Context: an optimization exercise on an open-source flow, tuned for small area. The choices shown serve that exercise and are no tape-out recipe. Function was checked by simulation only, so behaviour that the tests miss may differ from the original. Power and IR drop assume default switching activity.

$ cat design/flow/flow/run.sh
#!/bin/bash
# The standard layout (standard.sh) with three changes:
#  - synthesis is synth_recipe.tcl with two changes to its combinational
#    logic optimisation, made by flow_synth.tcl written below: yosys synth
#    skips its generic abc pass (-noabc; the -nofsm -noshare of synth_recipe.tcl
#    stay), so the explicit full-adder chains of the RTL reach extract_fa
#    unchanged, and the technology-mapping abc call uses flow/area.script,
#    a deeper ABC script. Registers are mapped before abc and are untouched.
#  - the ports are buffered by the smallest buffer (sky130_fd_sc_hd__buf_1);
#  - clock tree synthesis uses larger sink clusters and no dummy loads.
# make's output goes to flow_make.log; each ORFS step logs under orfs/logs.
set -euo pipefail
WORK=$(pwd)
export VBS_ABC_SCRIPT=$WORK/flow/area.script
{
  cat <<'T'
proc abc {args} {
  set i [lsearch -exact $args -script]
  if {$i >= 0} { lset args [expr {$i + 1}] $::env(VBS_ABC_SCRIPT) }
  yosys abc {*}$args
}
T
  sed 's/yosys synth -nofsm -noshare {\*}\$args/yosys synth -nofsm -noshare -noabc {*}$args/' synth_recipe.tcl
} > flow_synth.tcl
grep -q -- '-noabc' flow_synth.tcl
bash standard.sh \
  "SYNTH_SCRIPT=$WORK/flow_synth.tcl" \
  "BUFFER_PORTS_ARGS=-buffer_cell sky130_fd_sc_hd__buf_1" \
  "CTS_ARGS=-sink_clustering_enable -repair_clock_nets -sink_clustering_size 30 -sink_clustering_max_diameter 80 -dont_use_dummy_load" \
  finish > flow_make.log 2>&1
$ cat design/flow/flow/area.script
&get -n
&st
&deepsyn -T 20
&dch -f
&nf -R 1000
&st
&syn2
&dch -f
&nf -R 1000
&put
topo
$ cat design/flow/standard.sh
#!/bin/bash
# synth_recipe.tcl (not shown) runs the flow's synth.tcl, then flattens the netlist and writes it again
# the make line also repeats each setting of config.mk as NAME=value (left out here)
make -C /OpenROAD-flow-scripts/flow DESIGN_CONFIG=/design/flow/config.mk WORK_HOME=/design/flow/orfs CLKGATE_MAP_FILE= SYNTH_SCRIPT=/design/flow/synth_recipe.tcl "${@:-finish}"
$ cat design/flow/config.mk
export PLATFORM = sky130hd
export DESIGN_NAME = vb_sense
export DESIGN_NICKNAME = vb_sense
export VERILOG_FILES = /design/flow/design.v
export SDC_FILE = /design/flow/constraint.sdc
export NUM_CORES = 4
export LEC_CHECK = 0
export CAP_MARGIN = 20
export CORE_MARGIN = 2
export CORE_UTILIZATION = 75
export PLACE_DENSITY = 0.88
export SETUP_SLACK_MARGIN = 0.3
export SLEW_MARGIN = 20
$ cat design/flow/constraint.sdc
create_clock -name core_clock -period 15.0 [get_ports {clk}]
set_input_delay 3.0000 -clock core_clock [delete_from_list [all_inputs] [get_ports {clk}]]
set_output_delay 3.0000 -clock core_clock [all_outputs]
set_load 0.01 [all_outputs]
$ cat design/flow/design.v
module vbs_rca #(parameter W = 8) (
    input  wire [W-1:0] a,
    input  wire [W-1:0] b,
    input  wire         ci,
    output wire [W-1:0] s,
    output wire         co
);
    wire [W:0] c;
    assign c[0] = ci;
    genvar i;
    generate
        for (i = 0; i < W; i = i + 1) begin : g
            assign s[i]   = a[i] ^ b[i] ^ c[i];
            assign c[i+1] = (a[i] & b[i]) | (a[i] & c[i]) | (b[i] & c[i]);
        end
    endgenerate
    assign co = c[W];
endmodule
module vbs_sinc2(input [14:0] h, output [6:0] f);
    wire n1 = h[0] ^ h[2] ^ h[4];
    wire n2 = (h[0] & h[2]) | (h[0] & h[4]) | (h[2] & h[4]);
    wire n3 = h[6] ^ h[8] ^ h[10];
    wire n4 = (h[6] & h[8]) | (h[6] & h[10]) | (h[8] & h[10]);
    wire n5 = h[1] ^ h[13] ^ h[2];
    wire n6 = (h[1] & h[13]) | (h[1] & h[2]) | (h[13] & h[2]);
    wire n7 = h[12] ^ h[5] ^ h[9];
    wire n8 = (h[12] & h[5]) | (h[12] & h[9]) | (h[5] & h[9]);
    wire n9 = h[3] ^ h[11] ^ h[4];
    wire n10 = (h[3] & h[11]) | (h[3] & h[4]) | (h[11] & h[4]);
    wire n11 = h[10] ^ h[5] ^ h[9];
    wire n12 = (h[10] & h[5]) | (h[10] & h[9]) | (h[5] & h[9]);
    wire n13 = n1 ^ n3 ^ h[12];
    wire n14 = (n1 & n3) | (n1 & h[12]) | (n3 & h[12]);
    wire n15 = n2 ^ n4 ^ n5;
    wire n16 = (n2 & n4) | (n2 & n5) | (n4 & n5);
    wire n17 = n7 ^ h[6] ^ h[8];
    wire n18 = (n7 & h[6]) | (n7 & h[8]) | (h[6] & h[8]);
    wire n19 = n6 ^ n8 ^ n9;
    wire n20 = (n6 & n8) | (n6 & n9) | (n8 & n9);
    wire n21 = n11 ^ h[6] ^ h[8];
    wire n22 = (n11 & h[6]) | (n11 & h[8]) | (h[6] & h[8]);
    wire n23 = n10 ^ n12 ^ h[7];
    wire n24 = (n10 & n12) | (n10 & h[7]) | (n12 & h[7]);
    wire n25 = n14 ^ n15 ^ n17;
    wire n26 = (n14 & n15) | (n14 & n17) | (n15 & n17);
    wire n27 = n16 ^ n18 ^ n19;
    wire n28 = (n16 & n18) | (n16 & n19) | (n18 & n19);
    wire n29 = n20 ^ n22 ^ n23;
    wire n30 = (n20 & n22) | (n20 & n23) | (n22 & n23);
    wire n31 = n26 ^ n27 ^ n21;
    wire n32 = (n26 & n27) | (n26 & n21) | (n27 & n21);
    wire n33 = n32 ^ n28 ^ n29;
    wire n34 = (n32 & n28) | (n32 & n29) | (n28 & n29);
    wire n35 = n34 ^ n30 ^ n24;
    wire n36 = (n34 & n30) | (n34 & n24) | (n30 & n24);
    wire n37 = n13 ^ h[14];
    wire n38 = n13 & h[14];
    wire n39 = n25 ^ n38;
    wire n40 = n25 & n38;
    wire n41 = n31 ^ n40;
    wire n42 = n31 & n40;
    wire n43 = n33 ^ n42;
    wire n44 = n33 & n42;
    wire n45 = n35 ^ n44;
    wire n46 = n35 & n44;
    wire n47 = n36 ^ n46;
    wire n48 = n36 & n46;
    assign f = {n48, n47, n45, n43, n41, n39, n37};
endmodule
module vb_sense (
    input  wire         clk,
    input  wire         rst,
    input  wire         enable,
    input  wire         tick,
    input  wire [5:0]   s_ls,
    input  wire         s_hs,
    input  wire         hs_en,
    input  wire [95:0]  sense_fs,
    input  wire [95:0]  i_oc,
    input  wire [15:0]  hs_fs,
    input  wire [15:0]  bank_oc,
    output wire [48:0]  f_code,
    output wire [5:0]   oc_fault,
    output wire         bank_oc_fault,
    output reg          meas_valid,
    output wire [101:0] meas_x
);
    function [11:0] wtab;
        input [7:0] idx;
        begin
            case (idx)
            8'd0: wtab = 12'd2080;
            8'd1: wtab = 12'd2016;
            8'd2: wtab = 12'd1953;
            8'd3: wtab = 12'd1891;
            8'd4: wtab = 12'd1830;
            8'd5: wtab = 12'd1770;
            8'd6: wtab = 12'd1711;
            8'd7: wtab = 12'd1653;
            8'd8: wtab = 12'd1596;
            8'd9: wtab = 12'd1540;
            8'd10: wtab = 12'd1485;
            8'd11: wtab = 12'd1431;
            8'd12: wtab = 12'd1378;
            8'd13: wtab = 12'd1326;
            8'd14: wtab = 12'd1275;
            8'd15: wtab = 12'd1225;
            8'd16: wtab = 12'd1176;
            8'd17: wtab = 12'd1128;
            8'd18: wtab = 12'd1081;
            8'd19: wtab = 12'd1035;
            8'd20: wtab = 12'd990;
            8'd21: wtab = 12'd946;
            8'd22: wtab = 12'd903;
            8'd23: wtab = 12'd861;
            8'd24: wtab = 12'd820;
            8'd25: wtab = 12'd780;
            8'd26: wtab = 12'd741;
            8'd27: wtab = 12'd703;
            8'd28: wtab = 12'd666;
            8'd29: wtab = 12'd630;
            8'd30: wtab = 12'd595;
            8'd31: wtab = 12'd561;
            8'd32: wtab = 12'd528;
            8'd33: wtab = 12'd496;
            8'd34: wtab = 12'd465;
            8'd35: wtab = 12'd435;
            8'd36: wtab = 12'd406;
            8'd37: wtab = 12'd378;
            8'd38: wtab = 12'd351;
            8'd39: wtab = 12'd325;
            8'd40: wtab = 12'd300;
            8'd41: wtab = 12'd276;
            8'd42: wtab = 12'd253;
            8'd43: wtab = 12'd231;
            8'd44: wtab = 12'd210;
            8'd45: wtab = 12'd190;
            8'd46: wtab = 12'd171;
            8'd47: wtab = 12'd153;
            8'd48: wtab = 12'd136;
            8'd49: wtab = 12'd120;
            8'd50: wtab = 12'd105;
            8'd51: wtab = 12'd91;
            8'd52: wtab = 12'd78;
            8'd53: wtab = 12'd66;
            8'd54: wtab = 12'd55;
            8'd55: wtab = 12'd45;
            8'd56: wtab = 12'd36;
            8'd57: wtab = 12'd28;
            8'd58: wtab = 12'd21;
            8'd59: wtab = 12'd15;
            8'd60: wtab = 12'd10;
            8'd61: wtab = 12'd6;
            8'd62: wtab = 12'd3;
            8'd63: wtab = 12'd1;
            8'd64: wtab = 12'd2016;
            8'd65: wtab = 12'd2080;
            8'd66: wtab = 12'd2142;
            8'd67: wtab = 12'd2202;
            8'd68: wtab = 12'd2260;
            8'd69: wtab = 12'd2316;
            8'd70: wtab = 12'd2370;
            8'd71: wtab = 12'd2422;
            8'd72: wtab = 12'd2472;
            8'd73: wtab = 12'd2520;
            8'd74: wtab = 12'd2566;
            8'd75: wtab = 12'd2610;
            8'd76: wtab = 12'd2652;
            8'd77: wtab = 12'd2692;
            8'd78: wtab = 12'd2730;
            8'd79: wtab = 12'd2766;
            8'd80: wtab = 12'd2800;
            8'd81: wtab = 12'd2832;
            8'd82: wtab = 12'd2862;
            8'd83: wtab = 12'd2890;
            8'd84: wtab = 12'd2916;
            8'd85: wtab = 12'd2940;
            8'd86: wtab = 12'd2962;
            8'd87: wtab = 12'd2982;
            8'd88: wtab = 12'd3000;
            8'd89: wtab = 12'd3016;
            8'd90: wtab = 12'd3030;
            8'd91: wtab = 12'd3042;
            8'd92: wtab = 12'd3052;
            8'd93: wtab = 12'd3060;
            8'd94: wtab = 12'd3066;
            8'd95: wtab = 12'd3070;
            8'd96: wtab = 12'd3072;
            8'd97: wtab = 12'd3072;
            8'd98: wtab = 12'd3070;
            8'd99: wtab = 12'd3066;
            8'd100: wtab = 12'd3060;
            8'd101: wtab = 12'd3052;
            8'd102: wtab = 12'd3042;
            8'd103: wtab = 12'd3030;
            8'd104: wtab = 12'd3016;
            8'd105: wtab = 12'd3000;
            8'd106: wtab = 12'd2982;
            8'd107: wtab = 12'd2962;
            8'd108: wtab = 12'd2940;
            8'd109: wtab = 12'd2916;
            8'd110: wtab = 12'd2890;
            8'd111: wtab = 12'd2862;
            8'd112: wtab = 12'd2832;
            8'd113: wtab = 12'd2800;
            8'd114: wtab = 12'd2766;
            8'd115: wtab = 12'd2730;
            8'd116: wtab = 12'd2692;
            8'd117: wtab = 12'd2652;
            8'd118: wtab = 12'd2610;
            8'd119: wtab = 12'd2566;
            8'd120: wtab = 12'd2520;
            8'd121: wtab = 12'd2472;
            8'd122: wtab = 12'd2422;
            8'd123: wtab = 12'd2370;
            8'd124: wtab = 12'd2316;
            8'd125: wtab = 12'd2260;
            8'd126: wtab = 12'd2202;
            8'd127: wtab = 12'd2142;
            8'd128: wtab = 12'd0;
            8'd129: wtab = 12'd0;
            8'd130: wtab = 12'd1;
            8'd131: wtab = 12'd3;
            8'd132: wtab = 12'd6;
            8'd133: wtab = 12'd10;
            8'd134: wtab = 12'd15;
            8'd135: wtab = 12'd21;
            8'd136: wtab = 12'd28;
            8'd137: wtab = 12'd36;
            8'd138: wtab = 12'd45;
            8'd139: wtab = 12'd55;
            8'd140: wtab = 12'd66;
            8'd141: wtab = 12'd78;
            8'd142: wtab = 12'd91;
            8'd143: wtab = 12'd105;
            8'd144: wtab = 12'd120;
            8'd145: wtab = 12'd136;
            8'd146: wtab = 12'd153;
            8'd147: wtab = 12'd171;
            8'd148: wtab = 12'd190;
            8'd149: wtab = 12'd210;
            8'd150: wtab = 12'd231;
            8'd151: wtab = 12'd253;
            8'd152: wtab = 12'd276;
            8'd153: wtab = 12'd300;
            8'd154: wtab = 12'd325;
            8'd155: wtab = 12'd351;
            8'd156: wtab = 12'd378;
            8'd157: wtab = 12'd406;
            8'd158: wtab = 12'd435;
            8'd159: wtab = 12'd465;
            8'd160: wtab = 12'd496;
            8'd161: wtab = 12'd528;
            8'd162: wtab = 12'd561;
            8'd163: wtab = 12'd595;
            8'd164: wtab = 12'd630;
            8'd165: wtab = 12'd666;
            8'd166: wtab = 12'd703;
            8'd167: wtab = 12'd741;
            8'd168: wtab = 12'd780;
            8'd169: wtab = 12'd820;
            8'd170: wtab = 12'd861;
            8'd171: wtab = 12'd903;
            8'd172: wtab = 12'd946;
            8'd173: wtab = 12'd990;
            8'd174: wtab = 12'd1035;
            8'd175: wtab = 12'd1081;
            8'd176: wtab = 12'd1128;
            8'd177: wtab = 12'd1176;
            8'd178: wtab = 12'd1225;
            8'd179: wtab = 12'd1275;
            8'd180: wtab = 12'd1326;
            8'd181: wtab = 12'd1378;
            8'd182: wtab = 12'd1431;
            8'd183: wtab = 12'd1485;
            8'd184: wtab = 12'd1540;
            8'd185: wtab = 12'd1596;
            8'd186: wtab = 12'd1653;
            8'd187: wtab = 12'd1711;
            8'd188: wtab = 12'd1770;
            8'd189: wtab = 12'd1830;
            8'd190: wtab = 12'd1891;
            8'd191: wtab = 12'd1953;
            default: wtab = 12'd0;
            endcase
        end
    endfunction
    wire       clr  = rst | ~enable;
    wire       inst = tick & enable & ~rst;
    wire [6:0] bits = {s_hs, s_ls};
    integer n;
    genvar  c;
    reg         fresh;                 
    reg  [4:0]  qn   [0:6];            
    reg  [6:0]  qz;                    
    reg  [6:0]  prev_hit;
    reg  [6:0]  sticky;
    wire [6:0]  hit;
    always @(posedge clk) begin
        if (clr)       fresh <= 1'b1;
        else if (inst) fresh <= 1'b0;
    end
    generate
        for (c = 0; c < 7; c = c + 1) begin : g_fast
            reg  [14:0] h;             
            wire        h0 = h[0] & ~fresh;
            wire [6:0]  f;
            vbs_sinc2 u_s (.h({h[14:1], h0}), .f(f));
            always @(posedge clk) begin
                if (clr)       h[14:1] <= 14'd0;
                else if (inst) h[14:1] <= {h[13:1], h0};
                if (inst)      h[0] <= bits[c];
            end
            assign f_code[7*c +: 7] = f;
            wire        ge;
            vbs_rca #(6) u_c (.a({f[6], f[4:0]}), .b({1'b1, qn[c]}), .ci(qz[c]), .s(), .co(ge));
            assign hit[c] = (f[6] | f[5]) & ge;
        end
    endgenerate
    assign oc_fault      = sticky[5:0] | (hit[5:0] & prev_hit[5:0]);
    assign bank_oc_fault = sticky[6]   | (hit[6] & prev_hit[6]);
    always @(posedge clk) begin
        if (clr) begin
            prev_hit <= 7'd0;
            sticky   <= 7'd0;
        end else if (tick) begin
            prev_hit <= {hit[6] & hs_en, hit[5:0]};
            sticky   <= {bank_oc_fault, oc_fault};
        end
    end
    reg  [6:0]  dsel;                  
    reg  [1:0]  dph;                   
    reg  [15:0] rem;
    reg  [3:0]  qq;
    wire [111:0] fs_all = {hs_fs, sense_fs};
    wire [111:0] i_all  = {bank_oc, i_oc};
    wire [15:0]  d_fs, d_i;
    generate
        for (c = 0; c < 16; c = c + 1) begin : g_dmux
            wire [6:0] tf, ti;
            genvar k;
            for (k = 0; k < 7; k = k + 1) begin : g_k
                assign tf[k] = dsel[k] & fs_all[16*k + c];
                assign ti[k] = dsel[k] & i_all[16*k + c];
            end
            assign d_fs[c] = |tf;
            assign d_i[c]  = |ti;
        end
    endgenerate
    wire [15:0] r0 = (dph == 2'd0) ? d_i : rem;
    wire [15:0] t1, t2;
    wire        nb1, nb2;
    vbs_rca #(16) u_d1 (.a({r0[14:0], 1'b0}), .b(~d_fs), .ci(1'b1), .s(t1), .co(nb1));
    wire        qa = nb1 | r0[15];
    wire [15:0] r1 = qa ? t1 : {r0[14:0], 1'b0};
    vbs_rca #(16) u_d2 (.a({r1[14:0], 1'b0}), .b(~d_fs), .ci(1'b1), .s(t2), .co(nb2));
    wire        qb = nb2 | r1[15];
    wire [15:0] r2 = qb ? t2 : {r1[14:0], 1'b0};
    always @(posedge clk) begin
        if (clr) begin
            dsel <= 7'd1;
            dph  <= 2'd0;
        end else if (dph == 2'd2) begin
            dph  <= 2'd0;
            dsel <= {dsel[5:0], dsel[6]};
        end else begin
            dph  <= dph + 2'd1;
        end
        rem <= r2;
        qq  <= (dph == 2'd0) ? {2'b00, qa, qb} : {qq[1:0], qa, qb};
        for (n = 0; n < 7; n = n + 1)
            if (dph == 2'd2 && dsel[n]) begin
                qn[n] <= ~{qq, qa};
                qz[n] <= (r1 == 16'd0);
            end
    end
    reg  [5:0]  pos;                   
    reg  [1:0]  blk;                   
    reg  [1:0]  ph;                    
    reg  [2:0]  fl;                    
    reg  [2:0]  zl;                    
    reg  [2:0]  dl;                    
    wire        apply = |fl;
    wire        zero  = |zl;
    wire [1:0]  role  = (ph == blk) ? 2'd0 :
                        (ph == ((blk == 2'd2) ? 2'd0 : blk + 2'd1)) ? 2'd1 : 2'd2;
    wire        zc    = apply & (role == 2'd2) & (pos == 6'd0);
    wire [11:0] w     = wtab({role, pos});
    wire        dec   = inst & (pos == 6'd62);
    always @(posedge clk) begin
        if (rst) begin
            blk <= 2'd0;
            ph  <= 2'd0;
            dl  <= 3'd0;
        end else begin
            if (inst && pos == 6'd63) blk <= (blk == 2'd2) ? 2'd0 : blk + 2'd1;
            ph  <= (ph == 2'd2) ? 2'd0 : ph + 2'd1;
            dl  <= {dl[1:0], dec};
        end
        if (clr) begin
            pos <= 6'd63;
            fl  <= 3'd0;
        end else begin
            if (inst) pos <= pos + 6'd1;
            fl  <= {fl[1:0], inst};
        end
        zl <= {zl[1:0], clr};
    end
    reg         cact;                  
    reg  [5:0]  csel;                  
    reg  [3:0]  cstep;                 
    wire        cfirst = (cstep == 4'd0);
    wire        clast  = (cstep == 4'd15);
    wire        capv   = (|dl) & (role == 2'd0);
    wire [18:0] mv;                    
    wire        mm;                    
    wire [17:0] u_in;
    reg  [17:0] u;
    wire [18:0] ms;
    wire [18:0] vsel [0:5];
    wire [5:0]  msel;
    generate
        for (c = 0; c < 6; c = c + 1) begin : g_meas
            reg  [17:0] r0q, r1q, r2q;     
            reg  [18:0] v;                 
            reg  [15:0] fsr;               
            wire        zb   = (zero | zc) & ~capv;
            wire [17:0] base = zb ? 18'd0 : r2q;
            wire [11:0] wadd = ((apply | capv) & g_fast[c].h[0]) ? w : 12'd0;
            wire [17:0] sum;
            wire        sco;
            vbs_rca #(18) u_r (.a(base), .b({6'd0, wadd}), .ci(1'b0), .s(sum), .co(sco));
            always @(posedge clk) begin
                r0q <= sum;
                r1q <= r0q;
                r2q <= r1q;
                if (capv)
                    v <= {~sco & ~sum[17], ~sum[17], sum[16:0]};
                else if (c < 5 && cact && csel[c] && clast)
                    v[16:0] <= ms[18:2];
                if (dec) fsr <= sense_fs[16*c +: 16];
                else     fsr <= {fsr[0], fsr[15:1]};
            end
            assign vsel[c] = csel[c] ? v : 19'd0;
            assign msel[c] = csel[c] & fsr[13];
            assign meas_x[17*c +: 17] = (c < 5) ? v[16:0] : ms[18:2];
        end
    endgenerate
    assign mv = vsel[0] | vsel[1] | vsel[2] | vsel[3] | vsel[4] | vsel[5];
    assign mm = |msel;
    assign u_in = cfirst ? {1'b0, mv[18], 16'd0} : u;
    vbs_rca #(19) u_m (.a({u_in[17], u_in}), .b(mm ? mv : 19'd0), .ci(mv[18]),
                       .s(ms), .co());
    always @(posedge clk) begin
        u <= ms[18:1];
        if (rst) begin
            cact       <= 1'b0;
            meas_valid <= 1'b0;
        end else begin
            meas_valid <= cact & (cstep == 4'd14) & csel[5];
            if (dl[2]) begin
                cact  <= 1'b1;
                csel  <= 6'd1;
                cstep <= 4'd0;
            end else if (cact) begin
                cstep <= cstep + 4'd1;
                if (clast) begin
                    csel <= {csel[4:0], 1'b0};
                    if (csel[5]) cact <= 1'b0;
                end
            end
        end
    end
endmodule
==> results.toml <==
[status]
status = "timing/DRC/antenna clean"

[timing]
fin_crit_sh_pct = 97.7
final-setup-viol-count = 0
worstMarginPinSlew_ns = 1.16
skew_ns = 0.0639
tns_ns = 0
fin_crit_ns = 14.65
slew_violations = 0
report.final.hold_viol_count = 0
max_freq_mhz = 68.3
max_slew_margin_pct = 22.6
setup_slack_ns = 0.348
rsz0062_at_grt = "true"

[cells_and_area]
area_growth_pct = 7.78
final_nets = 3637
postLayoutCellArea_sq_um = 35000
final_util_pct = 81.5
drive_above_1_share_pct = 4.22

[cts]
cts_tree = "done"
h-tree-depth = 2
clock_path_buffers = 3
cts.sinks = 774
clk_latency_ns = 0.58
numCtsBuffers = 34
clk_pin_slew_ns = 0.11
clockRootBuffer = "clkbuf_16"

[power]
p_per_area_nw_per_um2 = 130
ir_drop_mv = 0.128
power.leakage_nw = 14.5

[worst_hold_path]
worst_hold_path_type = "flop to flop"
hold_depth = 0
hold_end = "g_meas[5].r1q[0]"
worstHoldStart = "g_meas[5].r0q[0]"

[logic_synthesis]
yosysSeqAreaShare_pct = 53.1
synthMuxAreaShare_pct = 0.972
synth_top_area_cell = "dfxtp_1"
synth_top_flop_cell = "dfxtp_1"
ys_types = 53
syn_nets = 3307
synth_area_sq_um = 32400
synthTopCellsByArea = "dfxtp_1 37%, edfxtp_1 16%, fa_1 15%"
synth_top_family_by_area = "adder cells"
synthSimpleGateAreaFrac_pct = 12.2
synth_compound_area_share_pct = 10.4
async_flop_share_pct = 0
ys_top_cells_by_count = "601 x dfxtp_1, 419 x nor2_1, 272 x nand2_1"
yosysMostFrequentCell = "dfxtp_1"
syn_inst = 2728
yosysWarnings = 2
synth_fa_ha_area_share_pct = 18.9
synthXorXnorAreaFrac_pct = 0.297
syn_avg_cell_area_sq_um = 11.9
synth_seq_cells = 774
synth_top_area_share_pct = 37.1
synth-edff-count = 173

[setup_path]
cpMaxStageDelayCell = "fa_2"
crit_path_start_kind = "primary input"
r2r_end = "rem[14]"
path_buf_inv = 2
reg2reg_slack_ns = 2.03
crit_top_cell = "fa_2"
path_class = "primary input to flop"
cp.depth = 38
crit_start = "sense_fs[0]"
timing.rr.start = "dph[0]"
arrival_ns = 15.11
cp_slowest_stage_delay_ns = 0.43
cp_top_family = "adder cells"
cp_max_fo = 4
required_ns = 15.46
endpoint_kind = "flop"
rr_worst_depth = 38

[floorplanning]
die-area_sq_um = 44900
initial_core_util_pct = 75.6
die_w_um = 212
num_rows = 76
die_y_um = 212
design.core.area_sq_um = 42900
ios = 395

[routing]
wirelength_um = 88500
drt_first_pass_iters = 6
drt_iter0_drc = 2818
viasPerCell = 6.34
routedWlPerCell_um = 24.3
drc_errors = 0
dr_total_vias = 23100
antenna_left = 0

[placed_design]
dp_slack_ns = -0.248
io_buffers = 394
dp_hpwl_um = 63200
gp_congestion = 1.02
post_dp_cell_area_sq_um = 34000

[grt]
grt.total_usage_pct = 40.0
grt_max_degree = 109
antenna_found_initial = 3
grt_pass1_vias = 24000
grt_pass1_wl_um = 135000
grt_overflow_total = 0

[job]
drv_cap = 0
## routing by layer
layer  part of all wire, %  track usage [%]  vias up
met5                 0.030                0        -
met4                   5.2             19.2        4
met3                    10             9.48      349
met2                    48             65.1     1401
met1                    37             50.9    11300
li1                      -                -    10000
## registers in the layout (all words and copies together) (netlist names), 2 cells and up
signal and cells:
g_meas.v 114, g_meas.r0q 108, g_meas.r1q 108, g_meas.r2q 108
g_fast.h 105, g_meas.fsr 96, qn 35, u 18
rem 16, dsel 7, prev_hit 7, qz 7
sticky 7, csel 6, pos 6, cstep 4
qq 4, dl 3, fl 3, zl 3
blk 2, dph 2, ph 2
## report_power, final
part           internal, W  switching [W]  total, W
logic             0.000369       0.000689   0.00106
clock network     0.000410       0.000605   0.00101
registers          0.00240      0.0000524   0.00246
total              0.00318        0.00135   0.00453
## stage by stage
step | cells | hold WS, ns | power, W
after global placement | 3600 | 0.310 | 0.00342
after floorplan | 2728 | 0.310 | 0.00323
after CTS | 3635 | 0.320 | 0.00450
after global routing | 3641 | 0.329 | 0.00472
final | 3642 | 0.328 | 0.00453
after detailed placement | 3600 | 0.312 | 0.00351
## final cells by class
class / instances / area (sq um)
Antenna cell: 1 / 2.50
Clock buffer: 34 / 851
Fill cell: 2370 / 7930
Inverter: 54 / 204
Multi-Input combinational cell: 1752 / 14100
Sequential cell: 774 / 17200
Tap cell: 585 / 732
Timing Repair Buffer: 442 / 1870
## cell families (layout without fill, tap and decap cells)
| group | Yosys count | after routing |
|---|---|---|
| other | 0 | 1 |
| xor gates and xnor gates | 11 | 11 |
| adders and majority gates | 346 | 346 |
| AOI/OAI and AO/OA | 446 | 446 |
| and+or+nand+nor | 916 | 919 |
| muxes | 30 | 30 |
| buffers and inverters | 205 | 530 |
| DFF | 774 | 774 |
## layout by cell type (no fill, tap or decap), types with 3 or more instances in the layout
cell type / Yosys / final
edfxtp_1: 173 / 173
xnor2_1: 7 / 7
xor2_1: 4 / 4
a22oi_1: 78 / 78
a21oi_1: 49 / 49
fa_2: 0 / 30
or2_0: 3 / 3
and2_0: 116 / 115
a22o_1: 110 / 110
fa_1: 239 / 209
nand2_1: 272 / 270
a211oi_1: 3 / 3
nor2_1: 419 / 418
nor2b_4: 0 / 3
or3_1: 4 / 4
o32ai_1: 4 / 4
nor3_1: 9 / 9
a211o_1: 3 / 3
nand3_1: 27 / 26
nor2b_1: 36 / 34
a21o_1: 13 / 13
a222oi_1: 60 / 60
mux2_1: 12 / 12
nand4_1: 22 / 22
ha_1: 104 / 104
o22ai_1: 13 / 13
buf_1: 0 / 393
maj3_1: 3 / 3
buf_4: 151 / 46
a31oi_1: 22 / 22
o211a_1: 7 / 7
clkinv_1: 54 / 52
dfxtp_1: 601 / 601
o21ai_0: 57 / 55
o221ai_1: 9 / 9
o211ai_1: 3 / 3
clkbuf_16: 0 / 34
mux2i_1: 18 / 18
## worst max-delay path by stage
stage,end,slack (ns)
floorplan,rem[9],0.31
global placement,rem[9],0.05
detailed placement,rem[9],-0.25
CTS,rem[8],0.30
global route,rem[13],0.11
finish,rem[14],0.35
## what timing repair did
action / CTS / global route
endpoints found under the setup margin: 1 / 17
pin swaps: 0 / 5
gates cloned: 1 / 2
setup buffers: 0 / 3
hold buffers: 0 / 0
resized for setup: 0 / 8

port drivers added, routing unchanged:
Ports are ideal in the flow. The routed layout listed here was re-timed in OpenROAD. Step 1: set_driving_cell puts a clkbuf_16 on clk and a buf_2 on each other input, an assumption about the parent block. Step 2 adds t to the input delays and takes it off the output delays; t is the mean of the earliest and latest rising clock arrival at the registers after step 1. Input paths then give back, and output paths get back, about the clock's delay inside the block. a / b / c = ideal / step 1 / step 2; a / b = the first two.
t, ns: 0.610
setup WS [ns]: 0.348 / 0.373 / -0.237
slew at the worst register clock pin (ns): 0.11 / 0.11
With both steps, setup timing fails in this run, where it was met with ideal ports. For this run, drivers alone change the setup slack by +0.025 ns; drivers and shift together by -0.585 ns.
